From an optimization exercise on the open Yosys and OpenROAD flow, aimed at small area; shortcuts taken in it are not production practice.
Only simulation tests tie the RTL to the original design; equivalence was not proved.

**config.mk**
```make
export PLATFORM = sky130hd
export DESIGN_NAME = corr_lane
export DESIGN_NICKNAME = corr_lane
export VERILOG_FILES = /design/flow/design.v
export SDC_FILE = /design/flow/constraint.sdc
export NUM_CORES = 4
export LEC_CHECK = 0
export ABC_CLOCK_PERIOD_IN_PS = 11000
export CAP_MARGIN = 20
export CORE_MARGIN = 2
export CORE_UTILIZATION = 30
export SETUP_SLACK_MARGIN = 0.3
export SLEW_MARGIN = 20
```
**constraint.sdc**
```tcl
create_clock -name core_clock -period 12.0 [get_ports {clk}]
set_input_delay 2.4000 -clock core_clock [delete_from_list [all_inputs] [get_ports {clk}]]
set_output_delay 2.4000 -clock core_clock [all_outputs]
set_load 0.01 [all_outputs]
```
**design.v**
```verilog
module lane_lfsr_step (
    input  wire [1:0]  mode,       
    input  wire [4:0]  len_a,
    input  wire [4:0]  len_b,
    input  wire [26:0] a_poly,
    input  wire [26:0] a_init,
    input  wire [26:0] b_poly,
    input  wire [26:0] b_init,
    input  wire [26:0] b_out,
    input  wire [23:0] code_len,
    input  wire [23:0] arst,
    input  wire [23:0] g_in,       
    input  wire [26:0] a_in,
    input  wire [26:0] b_in,
    output wire        chip,       
    output reg  [23:0] g_out,
    output reg  [26:0] a_out,
    output reg  [26:0] b_out_state
);
    wire out_a = a_in[0];
    wire out_b = (b_out != 27'd0) ? ^(b_in & b_out) : b_in[0];
    assign chip = (mode == 2'd0) ? (out_a ^ out_b) : out_a;
    wire fa = ^(a_in & a_poly);
    wire fb = ^(b_in & b_poly);
    wire [26:0] top_a = 27'd1 << (len_a - 5'd1);
    wire [26:0] top_b = 27'd1 << (len_b - 5'd1);
    wire [26:0] a_step = (a_in >> 1) | (fa ? top_a : 27'd0);
    wire [26:0] b_step = (b_in >> 1) | (fb ? top_b : 27'd0);
    wire [23:0] g_next = g_in + 24'd1;
    always @(*) begin
        if (g_next == code_len) begin
            g_out       = 24'd0;
            a_out       = a_init;
            b_out_state = b_init;
        end else if (arst != 24'd0 && g_next == arst) begin
            g_out       = g_next;
            a_out       = a_init;
            b_out_state = b_step;
        end else begin
            g_out       = g_next;
            a_out       = a_step;
            b_out_state = b_step;
        end
    end
endmodule
module corr_lane (
    input  wire        clk,
    input  wire        rst,         
    input  wire        cfg_we,
    input  wire [5:0]  cfg_addr,
    input  wire [31:0] cfg_wdata,
    input  wire [5:0]  rd_addr,
    output reg  [31:0] rd_data,
    input  wire        start,
    input  wire        s_valid,
    input  wire [7:0]  s_data,      
    output reg         done
);
    reg [31:0] carr_phase, carr_rate;
    reg [31:0] code_frac, code_rate_frac;
    reg [23:0] code_chip;
    reg [1:0]  code_rate_int;
    reg [31:0] code_epoch;
    reg [4:0]  sec_idx;
    reg [9:0]  sym_len, sym_pos;
    reg [5:0]  wipe_idx, wipe_valid;
    reg [63:0] wipe_buf;
    reg        wipe_en;
    reg [1:0]  cg_mode;
    reg        cg_invert;
    reg [4:0]  len_a, len_b;
    reg [23:0] code_len;
    reg [26:0] a_poly, a_init, a_state;
    reg [26:0] b_poly, b_init, b_state;
    reg [26:0] b_out;
    reg [23:0] cg_arst;
    reg [23:0] gen_chip;
    reg [16:0] window;               
    reg [31:0] sec_code;
    reg [5:0]  sec_len;
    reg        sec_en;
    reg [2:0]  sc_mode;
    reg [4:0]  sc_half;
    reg [11:0] tap_off [0:7];
    reg [7:0]  tap_en;
    reg [15:0] sweep_len;
    reg        wipe_under;
    reg [23:0] acc_i [0:7];
    reg [23:0] acc_q [0:7];
    reg        active;
    reg [15:0] cnt;
    wire accept = active && s_valid;
    wire last   = accept && (cnt + 16'd1 == sweep_len);
    function [11:0] clamp_off;
        input [15:0] h;
        begin
            if ($signed(h) > 16'sd2047)
                clamp_off = 12'h7ff;
            else if ($signed(h) < -16'sd2048)
                clamp_off = 12'h800;
            else
                clamp_off = h[11:0];
        end
    endfunction
    reg signed [3:0] cw, sw;
    always @(*) begin
        case (carr_phase[31:26])
            6'd0: begin cw = 4'sd7; sw = 4'sd0; end
            6'd1: begin cw = 4'sd7; sw = 4'sd1; end
            6'd2: begin cw = 4'sd7; sw = 4'sd1; end
            6'd3: begin cw = 4'sd7; sw = 4'sd2; end
            6'd4: begin cw = 4'sd6; sw = 4'sd3; end
            6'd5: begin cw = 4'sd6; sw = 4'sd3; end
            6'd6: begin cw = 4'sd6; sw = 4'sd4; end
            6'd7: begin cw = 4'sd5; sw = 4'sd4; end
            6'd8: begin cw = 4'sd5; sw = 4'sd5; end
            6'd9: begin cw = 4'sd4; sw = 4'sd5; end
            6'd10: begin cw = 4'sd4; sw = 4'sd6; end
            6'd11: begin cw = 4'sd3; sw = 4'sd6; end
            6'd12: begin cw = 4'sd3; sw = 4'sd6; end
            6'd13: begin cw = 4'sd2; sw = 4'sd7; end
            6'd14: begin cw = 4'sd1; sw = 4'sd7; end
            6'd15: begin cw = 4'sd1; sw = 4'sd7; end
            6'd16: begin cw = 4'sd0; sw = 4'sd7; end
            6'd17: begin cw = -4'sd1; sw = 4'sd7; end
            6'd18: begin cw = -4'sd1; sw = 4'sd7; end
            6'd19: begin cw = -4'sd2; sw = 4'sd7; end
            6'd20: begin cw = -4'sd3; sw = 4'sd6; end
            6'd21: begin cw = -4'sd3; sw = 4'sd6; end
            6'd22: begin cw = -4'sd4; sw = 4'sd6; end
            6'd23: begin cw = -4'sd4; sw = 4'sd5; end
            6'd24: begin cw = -4'sd5; sw = 4'sd5; end
            6'd25: begin cw = -4'sd5; sw = 4'sd4; end
            6'd26: begin cw = -4'sd6; sw = 4'sd4; end
            6'd27: begin cw = -4'sd6; sw = 4'sd3; end
            6'd28: begin cw = -4'sd6; sw = 4'sd3; end
            6'd29: begin cw = -4'sd7; sw = 4'sd2; end
            6'd30: begin cw = -4'sd7; sw = 4'sd1; end
            6'd31: begin cw = -4'sd7; sw = 4'sd1; end
            6'd32: begin cw = -4'sd7; sw = 4'sd0; end
            6'd33: begin cw = -4'sd7; sw = -4'sd1; end
            6'd34: begin cw = -4'sd7; sw = -4'sd1; end
            6'd35: begin cw = -4'sd7; sw = -4'sd2; end
            6'd36: begin cw = -4'sd6; sw = -4'sd3; end
            6'd37: begin cw = -4'sd6; sw = -4'sd3; end
            6'd38: begin cw = -4'sd6; sw = -4'sd4; end
            6'd39: begin cw = -4'sd5; sw = -4'sd4; end
            6'd40: begin cw = -4'sd5; sw = -4'sd5; end
            6'd41: begin cw = -4'sd4; sw = -4'sd5; end
            6'd42: begin cw = -4'sd4; sw = -4'sd6; end
            6'd43: begin cw = -4'sd3; sw = -4'sd6; end
            6'd44: begin cw = -4'sd3; sw = -4'sd6; end
            6'd45: begin cw = -4'sd2; sw = -4'sd7; end
            6'd46: begin cw = -4'sd1; sw = -4'sd7; end
            6'd47: begin cw = -4'sd1; sw = -4'sd7; end
            6'd48: begin cw = 4'sd0; sw = -4'sd7; end
            6'd49: begin cw = 4'sd1; sw = -4'sd7; end
            6'd50: begin cw = 4'sd1; sw = -4'sd7; end
            6'd51: begin cw = 4'sd2; sw = -4'sd7; end
            6'd52: begin cw = 4'sd3; sw = -4'sd6; end
            6'd53: begin cw = 4'sd3; sw = -4'sd6; end
            6'd54: begin cw = 4'sd4; sw = -4'sd6; end
            6'd55: begin cw = 4'sd4; sw = -4'sd5; end
            6'd56: begin cw = 4'sd5; sw = -4'sd5; end
            6'd57: begin cw = 4'sd5; sw = -4'sd4; end
            6'd58: begin cw = 4'sd6; sw = -4'sd4; end
            6'd59: begin cw = 4'sd6; sw = -4'sd3; end
            6'd60: begin cw = 4'sd6; sw = -4'sd3; end
            6'd61: begin cw = 4'sd7; sw = -4'sd2; end
            6'd62: begin cw = 4'sd7; sw = -4'sd1; end
            6'd63: begin cw = 4'sd7; sw = -4'sd1; end
            default: begin cw = 4'sd0; sw = 4'sd0; end
        endcase
    end
    wire signed [3:0] s_i = s_data[3:0];
    wire signed [3:0] s_q = s_data[7:4];
    wire signed [7:0] wi = s_i * cw + s_q * sw;
    wire signed [7:0] wq = s_q * cw - s_i * sw;
    wire sec_neg  = sec_en & sec_code[sec_idx];
    wire wipe_neg = wipe_en & (wipe_valid != 6'd0) & wipe_buf[wipe_idx];
    wire epoch_neg = sec_neg ^ wipe_neg;
    wire signed [23:0] add_i [0:7];
    wire signed [23:0] add_q [0:7];
    genvar t;
    generate
        for (t = 0; t < 8; t = t + 1) begin : g_tap
            wire signed [36:0] ph = $signed({5'd0, code_frac}) +
                                    $signed({{1{tap_off[t][11]}}, tap_off[t], 24'd0});
            wire signed [4:0]  dchip = ph[36:32];        
            wire [4:0]  widx  = dchip + 5'sd8;
            wire        chip  = window[widx];
            wire [31:0] phi   = ph[31:0];                
            wire [36:0] ph_h  = phi * sc_half;
            wire [36:0] ph_hc = ph_h + 37'h0_8000_0000;
            reg         sc_neg;
            always @(*) begin
                case (sc_mode)
                    3'd1:    sc_neg = ph_h[32];
                    3'd2:    sc_neg = ph_hc[32];
                    default: sc_neg = 1'b0;
                endcase
            end
            wire neg = chip ^ cg_invert ^ sc_neg ^ epoch_neg;
            assign add_i[t] = !tap_en[t] ? 24'sd0 : (neg ? -{{16{wi[7]}}, wi} : {{16{wi[7]}}, wi});
            assign add_q[t] = !tap_en[t] ? 24'sd0 : (neg ? -{{16{wq[7]}}, wq} : {{16{wq[7]}}, wq});
        end
    endgenerate
    wire [32:0] frac_sum = {1'b0, code_frac} + {1'b0, code_rate_frac};
    wire [1:0]  adv      = code_rate_int + {1'b0, frac_sum[32]};    
    wire [24:0] chip_sum = {1'b0, code_chip} + {23'd0, adv};
    wire        wrap     = chip_sum >= {1'b0, code_len};
    wire [23:0] chip_nxt = wrap ? (chip_sum[23:0] - code_len) : chip_sum[23:0];
    wire        gc0, gc1, gc2;
    wire [23:0] g1, g2, g3;
    wire [26:0] a1, a2, a3, b1, b2, b3;
    lane_lfsr_step u_step0 (
        .mode(cg_mode), .len_a(len_a), .len_b(len_b), .a_poly(a_poly), .a_init(a_init),
        .b_poly(b_poly), .b_init(b_init), .b_out(b_out), .code_len(code_len), .arst(cg_arst),
        .g_in(gen_chip), .a_in(a_state), .b_in(b_state),
        .chip(gc0), .g_out(g1), .a_out(a1), .b_out_state(b1));
    lane_lfsr_step u_step1 (
        .mode(cg_mode), .len_a(len_a), .len_b(len_b), .a_poly(a_poly), .a_init(a_init),
        .b_poly(b_poly), .b_init(b_init), .b_out(b_out), .code_len(code_len), .arst(cg_arst),
        .g_in(g1), .a_in(a1), .b_in(b1),
        .chip(gc1), .g_out(g2), .a_out(a2), .b_out_state(b2));
    lane_lfsr_step u_step2 (
        .mode(cg_mode), .len_a(len_a), .len_b(len_b), .a_poly(a_poly), .a_init(a_init),
        .b_poly(b_poly), .b_init(b_init), .b_out(b_out), .code_len(code_len), .arst(cg_arst),
        .g_in(g2), .a_in(a2), .b_in(b2),
        .chip(gc2), .g_out(g3), .a_out(a3), .b_out_state(b3));
    wire [19:0] win_ext = {gc2, gc1, gc0, window};
    wire [19:0] win_sh  = win_ext >> adv;
    wire [16:0] win_nxt = win_sh[16:0];
    wire [5:0] sec_inc  = {1'b0, sec_idx} + 6'd1;
    wire [4:0] sec_nxt  = (sec_inc == sec_len) ? 5'd0 : sec_inc[4:0];
    wire [9:0] sym_inc  = sym_pos + 10'd1;
    wire       sym_wrap = (sym_inc == sym_len);
    wire [9:0] sym_nxt  = sym_wrap ? 10'd0 : sym_inc;
    integer k;
    always @(posedge clk) begin
        if (rst) begin
            active <= 1'b0;
            done   <= 1'b0;
        end else begin
            done <= last;
            if (!active && start) begin
                active     <= 1'b1;
                cnt        <= 16'd0;
                wipe_under <= 1'b0;
                for (k = 0; k < 8; k = k + 1) begin
                    acc_i[k] <= 24'd0;
                    acc_q[k] <= 24'd0;
                end
            end else if (accept) begin
                cnt <= cnt + 16'd1;
                if (last)
                    active <= 1'b0;
                for (k = 0; k < 8; k = k + 1) begin
                    acc_i[k] <= acc_i[k] + add_i[k];
                    acc_q[k] <= acc_q[k] + add_q[k];
                end
                if (wipe_en && wipe_valid == 6'd0)
                    wipe_under <= 1'b1;
                carr_phase <= carr_phase + carr_rate;
                code_frac  <= frac_sum[31:0];
                code_chip  <= chip_nxt;
                window     <= win_nxt;
                case (adv)
                    2'd0: begin gen_chip <= gen_chip; a_state <= a_state; b_state <= b_state; end
                    2'd1: begin gen_chip <= g1; a_state <= a1; b_state <= b1; end
                    2'd2: begin gen_chip <= g2; a_state <= a2; b_state <= b2; end
                    default: begin gen_chip <= g3; a_state <= a3; b_state <= b3; end
                endcase
                if (wrap) begin
                    code_epoch <= code_epoch + 32'd1;
                    sec_idx    <= sec_nxt;
                    sym_pos    <= sym_nxt;
                    if (sym_wrap && wipe_en) begin
                        wipe_idx   <= wipe_idx + 6'd1;
                        wipe_valid <= (wipe_valid == 6'd0) ? 6'd0 : wipe_valid - 6'd1;
                    end
                end
            end
        end
        if (cfg_we && !active) begin
            case (cfg_addr)
                6'd0:  carr_phase     <= cfg_wdata;
                6'd1:  carr_rate      <= cfg_wdata;
                6'd2:  code_frac      <= cfg_wdata;
                6'd3:  code_chip      <= cfg_wdata[23:0];
                6'd4:  code_rate_frac <= cfg_wdata;
                6'd5:  code_rate_int  <= cfg_wdata[1:0];
                6'd6:  code_epoch     <= cfg_wdata;
                6'd7:  sec_idx        <= cfg_wdata[4:0];
                6'd8: begin
                    sym_len    <= cfg_wdata[9:0];
                    sym_pos    <= cfg_wdata[19:10];
                    wipe_idx   <= cfg_wdata[25:20];
                    wipe_valid <= cfg_wdata[31:26];
                end
                6'd9:  wipe_buf[31:0]  <= cfg_wdata;
                6'd10: wipe_buf[63:32] <= cfg_wdata;
                6'd11: wipe_en        <= cfg_wdata[0];
                6'd12: begin
                    cg_mode   <= cfg_wdata[1:0];
                    cg_invert <= cfg_wdata[2];
                    len_a     <= cfg_wdata[7:3];
                    len_b     <= cfg_wdata[12:8];
                end
                6'd13: code_len <= cfg_wdata[23:0];
                6'd14: a_poly   <= cfg_wdata[26:0];
                6'd15: a_init   <= cfg_wdata[26:0];
                6'd16: a_state  <= cfg_wdata[26:0];
                6'd17: b_poly   <= cfg_wdata[26:0];
                6'd18: b_init   <= cfg_wdata[26:0];
                6'd19: b_state  <= cfg_wdata[26:0];
                6'd20: b_out    <= cfg_wdata[26:0];
                6'd21: cg_arst  <= cfg_wdata[23:0];
                6'd22: gen_chip <= cfg_wdata[23:0];
                6'd23: window   <= cfg_wdata[16:0];
                6'd24: sec_code <= cfg_wdata;
                6'd25: begin
                    sec_len <= cfg_wdata[5:0];
                    sec_en  <= cfg_wdata[12];
                end
                6'd26: begin
                    sc_mode <= cfg_wdata[2:0];
                    sc_half <= cfg_wdata[7:3];
                end
                6'd27: begin tap_off[0] <= clamp_off(cfg_wdata[15:0]); tap_off[1] <= clamp_off(cfg_wdata[31:16]); end
                6'd28: begin tap_off[2] <= clamp_off(cfg_wdata[15:0]); tap_off[3] <= clamp_off(cfg_wdata[31:16]); end
                6'd29: begin tap_off[4] <= clamp_off(cfg_wdata[15:0]); tap_off[5] <= clamp_off(cfg_wdata[31:16]); end
                6'd30: begin tap_off[6] <= clamp_off(cfg_wdata[15:0]); tap_off[7] <= clamp_off(cfg_wdata[31:16]); end
                6'd31: tap_en    <= cfg_wdata[7:0];
                6'd32: sweep_len <= cfg_wdata[15:0];
                default: ;
            endcase
        end
    end
    always @(*) begin
        rd_data = 32'd0;
        case (rd_addr)
            6'd0:  rd_data = carr_phase;
            6'd1:  rd_data = carr_rate;
            6'd2:  rd_data = code_frac;
            6'd3:  rd_data = {8'd0, code_chip};
            6'd4:  rd_data = code_rate_frac;
            6'd5:  rd_data = {30'd0, code_rate_int};
            6'd6:  rd_data = code_epoch;
            6'd7:  rd_data = {27'd0, sec_idx};
            6'd8:  rd_data = {wipe_valid, wipe_idx, sym_pos, sym_len};
            6'd9:  rd_data = wipe_buf[31:0];
            6'd10: rd_data = wipe_buf[63:32];
            6'd11: rd_data = {31'd0, wipe_en};
            6'd12: rd_data = {19'd0, len_b, len_a, cg_invert, cg_mode};
            6'd13: rd_data = {8'd0, code_len};
            6'd14: rd_data = {5'd0, a_poly};
            6'd15: rd_data = {5'd0, a_init};
            6'd16: rd_data = {5'd0, a_state};
            6'd17: rd_data = {5'd0, b_poly};
            6'd18: rd_data = {5'd0, b_init};
            6'd19: rd_data = {5'd0, b_state};
            6'd20: rd_data = {5'd0, b_out};
            6'd21: rd_data = {8'd0, cg_arst};
            6'd22: rd_data = {8'd0, gen_chip};
            6'd23: rd_data = {15'd0, window};
            6'd24: rd_data = sec_code;
            6'd25: rd_data = {19'd0, sec_en, 6'd0, sec_len};
            6'd26: rd_data = {24'd0, sc_half, sc_mode};
            6'd27: rd_data = {{4{tap_off[1][11]}}, tap_off[1], {4{tap_off[0][11]}}, tap_off[0]};
            6'd28: rd_data = {{4{tap_off[3][11]}}, tap_off[3], {4{tap_off[2][11]}}, tap_off[2]};
            6'd29: rd_data = {{4{tap_off[5][11]}}, tap_off[5], {4{tap_off[4][11]}}, tap_off[4]};
            6'd30: rd_data = {{4{tap_off[7][11]}}, tap_off[7], {4{tap_off[6][11]}}, tap_off[6]};
            6'd31: rd_data = {24'd0, tap_en};
            6'd32: rd_data = {16'd0, sweep_len};
            6'd33: rd_data = {31'd0, wipe_under};
            6'd34: rd_data = {{8{acc_i[0][23]}}, acc_i[0]};
            6'd35: rd_data = {{8{acc_q[0][23]}}, acc_q[0]};
            6'd36: rd_data = {{8{acc_i[1][23]}}, acc_i[1]};
            6'd37: rd_data = {{8{acc_q[1][23]}}, acc_q[1]};
            6'd38: rd_data = {{8{acc_i[2][23]}}, acc_i[2]};
            6'd39: rd_data = {{8{acc_q[2][23]}}, acc_q[2]};
            6'd40: rd_data = {{8{acc_i[3][23]}}, acc_i[3]};
            6'd41: rd_data = {{8{acc_q[3][23]}}, acc_q[3]};
            6'd42: rd_data = {{8{acc_i[4][23]}}, acc_i[4]};
            6'd43: rd_data = {{8{acc_q[4][23]}}, acc_q[4]};
            6'd44: rd_data = {{8{acc_i[5][23]}}, acc_i[5]};
            6'd45: rd_data = {{8{acc_q[5][23]}}, acc_q[5]};
            6'd46: rd_data = {{8{acc_i[6][23]}}, acc_i[6]};
            6'd47: rd_data = {{8{acc_q[6][23]}}, acc_q[6]};
            6'd48: rd_data = {{8{acc_i[7][23]}}, acc_i[7]};
            6'd49: rd_data = {{8{acc_q[7][23]}}, acc_q[7]};
            default: rd_data = 32'd0;
        endcase
    end
endmodule
```
**run.sh**
```bash
#!/bin/bash
# synth_recipe.tcl (not shown) runs the flow's synth.tcl, then flattens the netlist and writes it again
# the make line also repeats each setting of config.mk as NAME=value (left out here)
make -C /OpenROAD-flow-scripts/flow DESIGN_CONFIG=/design/flow/config.mk WORK_HOME=/design/flow/orfs CLKGATE_MAP_FILE= SYNTH_SCRIPT=/design/flow/synth_recipe.tcl finish
```
==> results_dict.tcl <==
set metrics [dict create \
    dr_total_vias 99600 \
    cts_buffers 153 \
    fin_crit_sh_pct 95.5 \
    slowest_stage "or4_1" \
    clock_latency_ns 0.92 \
    rsz0062_at_grt "false" \
    crit_required_ns 12.74 \
    top_level_ports 90 \
    preCtsSetupSlack_ns 0.250 \
    setup_tns_ns 0 \
    ys_top_cells_by_count "992 x nor2_1, 905 x edfxtp_1, 895 x nand2_1, 780 x xnor2_1, 752 x a21oi_1" \
    drv_slew 0 \
    crit_type "flip-flop to flip-flop" \
    cts.clk_slew.worst_paths_ns 0.07 \
    start_kind "flip-flop" \
    clkSinkCount 1157 \
    ys_seq_area_share_pct 31.7 \
    grt_pass1_vias 89600 \
    nNetsFinal 12400 \
    cts.htree.levels 4 \
    overflow 0 \
    crit_fanout 30 \
    via_per_inst 6.21 \
    clockRootBuffer "clkbuf_16" \
    wl_um 594000 \
    synthesis.nets 12200 \
    syn_area_per_cell_sq_um 9.13 \
    grt_max_degree 141 \
    tightest_slew_ns 1.37 \
    cpPeakStageDelay_ns 0.84 \
    yosysMostFrequentCell "nor2_1" \
    dp_hpwl_um 456000 \
    yosys-top-cells-area "edfxtp_1 27%, ha_1 8.3%, xnor2_1 6.7%, fa_1 6.1%, dfxtp_1 5.0%" \
    arrival_ns 12.20 \
    synth_area_sq_mm 0.102 \
    setup_violations 0 \
    finalWorstSetupSlack_ns 0.538 \
    gp_congestion 1.10 \
    start_util_pct 30.2 \
    synth_top_area_share_pct 26.8 \
    yosysWarnings 5 \
    wl_per_cell_um 37.0 \
    firstDrtPassIters 10 \
    syn_to_final_growth_pct 14.8 \
    ys.flop_type "edfxtp_1" \
    clockBufferDepth 4 \
    grt_pass1_wl_um 786000 \
    fmax_mhz 87.2 \
    yosysUniqueCellTypes 105 \
    die_y_um 586 \
    relSlewSlack_pct 8.76 \
    dr.first_iter.drc_count 17600 \
    io_buffer_count 89 \
    dieArea_sq_mm 0.343 \
    ant_nets 0 \
    status "no timing/DRC/antenna violations" \
    route.detailed.drc 0 \
    synth-edff-count 905 \
    syn_inst 11100 \
    drv_cap 0 \
    synthArstFlopShare_pct 0 \
    period_minus_slack_ns 11.46 \
    hp-class "flip-flop to flip-flop" \
    core_area_sq_mm 0.337 \
    rows 213 \
    end_kind "flip-flop" \
    antenna_found_initial 120 \
    grtUsageTotal_pct 33.5 \
    clock_skew_ns 0.103 \
    die_w_um 586 \
    layout-drive-gt1-share_pct 11.0 \
    cts_tree "built" \
    synth-seq-cells 1157 \
    hold_viol_final 0 \
    synth_top_cell_by_area "edfxtp_1" \
]
placed cells by master, fill, tap and decap left out, types with 324 or more instances in the layout:
master / count
a21oi_1: 705
and2_1: 324
buf_4: 597
edfxtp_1: 905
ha_1: 672
inv_1: 636
nand2_1: 890
nor2_1: 928
o21ai_0: 469
xnor2_1: 771
per-stage QoR:
| step | hold WS, ns | cell area, sq um | util [%] | instances |
|---|---|---|---|---|
| 2_1_floorplan | 0.466 | 102000 | - | 11100 |
| 3_3_place_gp | 0.494 | 111000 | 32.9 | 15700 |
| 3_5_place_dp | 0.497 | 111000 | 32.9 | 15700 |
| 4_1_cts | 0.506 | 116000 | 34.4 | 16000 |
| 5_1_grt | 0.550 | 116000 | 34.6 | 16000 |
| 6_report | 0.500 | 117000 | 34.6 | 16000 |
worst max-delay path: cells and delay by family, from the launching register on:
kind | cells | cell delay, ns
AO/OA/AOI/OAI | 10 | 2.28
buffers and inverters | 5 | 1.03
adder cells (fa/ha/maj) | 2 | 0.61
XOR/XNOR | 5 | 1.10
AND/OR/NAND/NOR | 16 | 5.52
flip-flops | 1 | 0.71
area by class of cell:
type	count	area, sq um
Timing Repair Buffer	719	5920
Sequential cell	1157	32200
Tap cell	4515	5650
Inverter	645	2430
Fill cell	34900	220000
Clock buffer	176	4010
Antenna cell	70	175
Multi-Input combinational cell	8669	65200
Clock inverter	93	917
per-layer routing:
metal  vias to the layer above  global-route usage (%)  wire, um
li1                      40800                       -         -
met2                      7839                    45.5    229000
met5                         -                       0       647
met1                     49000                    41.6    221000
met3                      1901                    14.8     89100
met4                        78                    24.6     53200
flip-flops by register name, summed over array words and instances, names as in the netlist, 32 cells and up:
signal	cells
acc_i	192
acc_q	192
tap_off	96
wipe_buf	64
carr_phase	32
carr_rate	32
code_epoch	32
code_frac	32
code_rate_frac	32
sec_code	32
repair_timing:
action	4_1_cts	5_1_grt
setup endpoints to repair	17	218
resized for setup	2	101
hold buffers	0	0
pin swaps	0	5
setup buffers	1	10
final timing paths:
kind,start,endpoint,slack (ns),cells after the start
setup / recovery,gen_chip[7],a_state[24],0.54,38
hold reg to reg,carr_phase[23],carr_phase[23],0.50,2
hold / removal,carr_phase[23],carr_phase[23],0.50,2
setup reg to reg,gen_chip[7],a_state[24],0.54,38
logic make-up (layout without fill, tap and decap cells):
| group | count (synthesis) | in the layout | share of synthesized area (%) |
|---|---|---|---|
| multiplexers | 182 | 182 | 2.63 |
| buffers and inverters | 1302 | 1633 | 5.01 |
| XOR/XNOR | 1082 | 1082 | 9.92 |
| flip-flops | 1157 | 1157 | 31.7 |
| AND/OR/NAND/NOR | 3358 | 3358 | 15.9 |
| AO/OA/AOI/OAI | 3058 | 3058 | 20.3 |
| adder cells (fa/ha/maj) | 989 | 989 | 14.5 |
| other | 0 | 70 | 0 |

afterwards: timing with drivers on the ports:
No port has a modelled driver above. Below, the same layout with a new extraction and two added sets of constraints.
Step 1, drivers: a clkbuf_16 drives clk and a buf_2 each remaining input, both assumed.
Step 2 times the ports against the registers' clock, not the clock port: input delays grow and output delays shrink by t, the midpoint of the rising clock arrivals with the driver on.
Slacks: no drivers / after step 1 / after step 2; pairs: no drivers / after step 1.
t, ns: 0.981
setup WS [ns]: 0.538 / 0.538 / 0.538
worst hold slack (ns): 0.500 / 0.500 / 0.500
worst register clock-pin slew, ns: 0.07 / 0.07
cell pins on the clock port's net: 1
After both steps setup and hold are still met in this run. For this run, drivers alone change the setup slack by 0.000 ns; drivers and shift together by 0.000 ns.
